This design comes from an exercise in tuning for small area, a short achievable clock period and few clock cycles on the open sky130 flow, not from production work.
The RTL was checked by simulation tests, not by an equivalence proof against the original design.

==> module gcm_ghash_step, before the edit <==
module gcm_ghash_step (
    input  wire [127:0]  h,
    input  wire [127:0]  y,
    input  wire [25:0]   d,
    output wire [127:0]  ynext
);
    localparam integer GD = 26;    
    function [127:0] mul_alpha;
        input [127:0] v;
        begin
            mul_alpha = {1'b0, v[127:1]} ^ (v[0] ? {8'he1, 120'd0} : 128'd0);
        end
    endfunction
    reg [127:0] hp [0:GD-1];
    reg [127:0] gsum;
    reg [127:0] yd;
    integer j;
    always @(*) begin
        hp[0] = h;
        for (j = 1; j < GD; j = j + 1)
            hp[j] = mul_alpha(hp[j-1]);
        gsum = 128'd0;
        for (j = 0; j < GD; j = j + 1)
            if (d[GD - 1 - j])
                gsum = gsum ^ hp[j];
        yd = y;
        for (j = 0; j < GD; j = j + 1)
            yd = mul_alpha(yd);
    end
    assign ynext = yd ^ gsum;
endmodule
export LEC_CHECK = 0
export CAP_MARGIN = 30
export CORE_MARGIN = 2
export CORE_UTILIZATION = 40
export SETUP_SLACK_MARGIN = 5
export SLEW_MARGIN = 30
export SYNTH_HIERARCHICAL = 1
create_clock -name core_clock -period 10.0 [get_ports {clk}]
standard.sh (not shown) runs the stock make flow with config.mk's settings and CLKGATE_MAP_FILE= SYNTH_SCRIPT=/design/flow/synth_recipe.tcl, a recipe that flattens the netlist after the stock synthesis.
==> flow/flow/run.sh <==
#!/bin/bash
set -euo pipefail
REPAIR_MARGIN=5.5
W=$PWD
rm -rf "$W/scripts_abc"
cp -r "$FLOW_HOME/scripts" "$W/scripts_abc"
cp "$W/flow/abc_speed.script" "$W/scripts_abc/abc_speed.script"
python3 - "$W/scripts_abc/synth.tcl" <<'PY'
import sys
p = sys.argv[1]
s = open(p).read()
old = "  log_cmd abc {*}$abc_args\n"
assert s.count(old) == 1, "synth.tcl: abc call not found"
s = s.replace(old, """  # the GHASH step keeps ORFS's own mapping; the rest gets the XOR-friendly one
  set abc_args_std [lreplace $abc_args 1 1 $::env(FLOW_HOME)/scripts/abc_speed.script]
  log_cmd abc {*}$abc_args_std gcm_ghash_step
  log_cmd abc {*}$abc_args gcm_lane gcm_sbox
""")
open(p, "w").write(s)
PY
bash "$W/standard.sh" SCRIPTS_DIR="$W/scripts_abc" synth > "$W/run_synth.log" 2>&1
if [[ -n "$REPAIR_MARGIN" ]]; then
  bash "$W/standard.sh" SETUP_SLACK_MARGIN="$REPAIR_MARGIN" > "$W/run_layout.log" 2>&1
else
  bash "$W/standard.sh" > "$W/run_layout.log" 2>&1
fi
==> flow/flow/abc_speed.script <==
strash
&get -n
&fraig -x
&put
scorr
dc2
strash
dch -f
&get -n
&nf -p
&put
Testbench counts at the start, summed over its fixed seeds: cycles 35,118.
Change:
--- a/flow/design.v
+++ b/flow/design.v
@@ -489,26 +489,27 @@
 );
     localparam integer GD = 26;    
-    function [127:0] mul_alpha;
-        input [127:0] v;
-        begin
-            mul_alpha = {1'b0, v[127:1]} ^ (v[0] ? {8'he1, 120'd0} : 128'd0);
-        end
-    endfunction
-    reg [127:0] hp [0:GD-1];
-    reg [127:0] gsum;
-    reg [127:0] yd;
-    integer j;
+    reg [127+GD:0] p;    
+    reg [127+GD:0] q;    
+    reg [127:0] r;
+    integer i, j;
     always @(*) begin
-        hp[0] = h;
-        for (j = 1; j < GD; j = j + 1)
-            hp[j] = mul_alpha(hp[j-1]);
-        gsum = 128'd0;
-        for (j = 0; j < GD; j = j + 1)
-            if (d[GD - 1 - j])
-                gsum = gsum ^ hp[j];
-        yd = y;
+        p = 0;
         for (j = 0; j < GD; j = j + 1)
-            yd = mul_alpha(yd);
+            for (i = 0; i < 128; i = i + 1)
+                p[i+j] = p[i+j] ^ (d[GD-1-j] & h[127-i]);
+        q = 0;
+        for (i = 0; i < 128; i = i + 1)
+            q[i+GD] = y[127-i];
+        p = p ^ q;
+        for (i = 127+GD; i >= 128; i = i - 1) begin
+            p[i-128] = p[i-128] ^ p[i];
+            p[i-127] = p[i-127] ^ p[i];
+            p[i-126] = p[i-126] ^ p[i];
+            p[i-121] = p[i-121] ^ p[i];
+            p[i]     = 1'b0;
+        end
+        for (i = 0; i < 128; i = i + 1)
+            r[127-i] = p[i];
     end
-    assign ynext = yd ^ gsum;
+    assign ynext = r;
 endmodule
- design area shrinks by 0.81%
- non-clock buffer count grows by 13
- hold slack stays flat
Testbench counts after the change, summed over its fixed seeds: cycles 35,118.

## afterwards: timing with drivers on the ports
Ports are ideal in the flow. The routed layouts listed here were re-timed in OpenROAD. Step 1, drivers: a clkbuf_16 drives clk and a buf_2 each remaining input, both assumed. Step 2 moves the port delays by t, midway between the first and last clock arrival at a register: inputs arrive t later, outputs are due t later. That takes back most of the time a late clock gives input paths. Slacks: ideal / step 1 / step 2; pairs: ideal / step 1.
run | t, ns | setup slack, ns | hold slack, ns | worst setup path after step 2 | clock arrival spread, ns
the first run | 1.139 | 5.381 / 5.249 / 4.209 | 0.478 / 0.478 / 0.478 | input to register | 0.129 / 0.129
the second run | 1.088 | 5.334 / 5.252 / 4.508 | 0.476 / 0.476 / 0.476 | input to register | 0.099 / 0.099
After both steps every run listed still meets setup and hold. For the first run, which loses most, drivers alone change the setup slack by -0.132 ns; drivers and shift together by -1.172 ns.
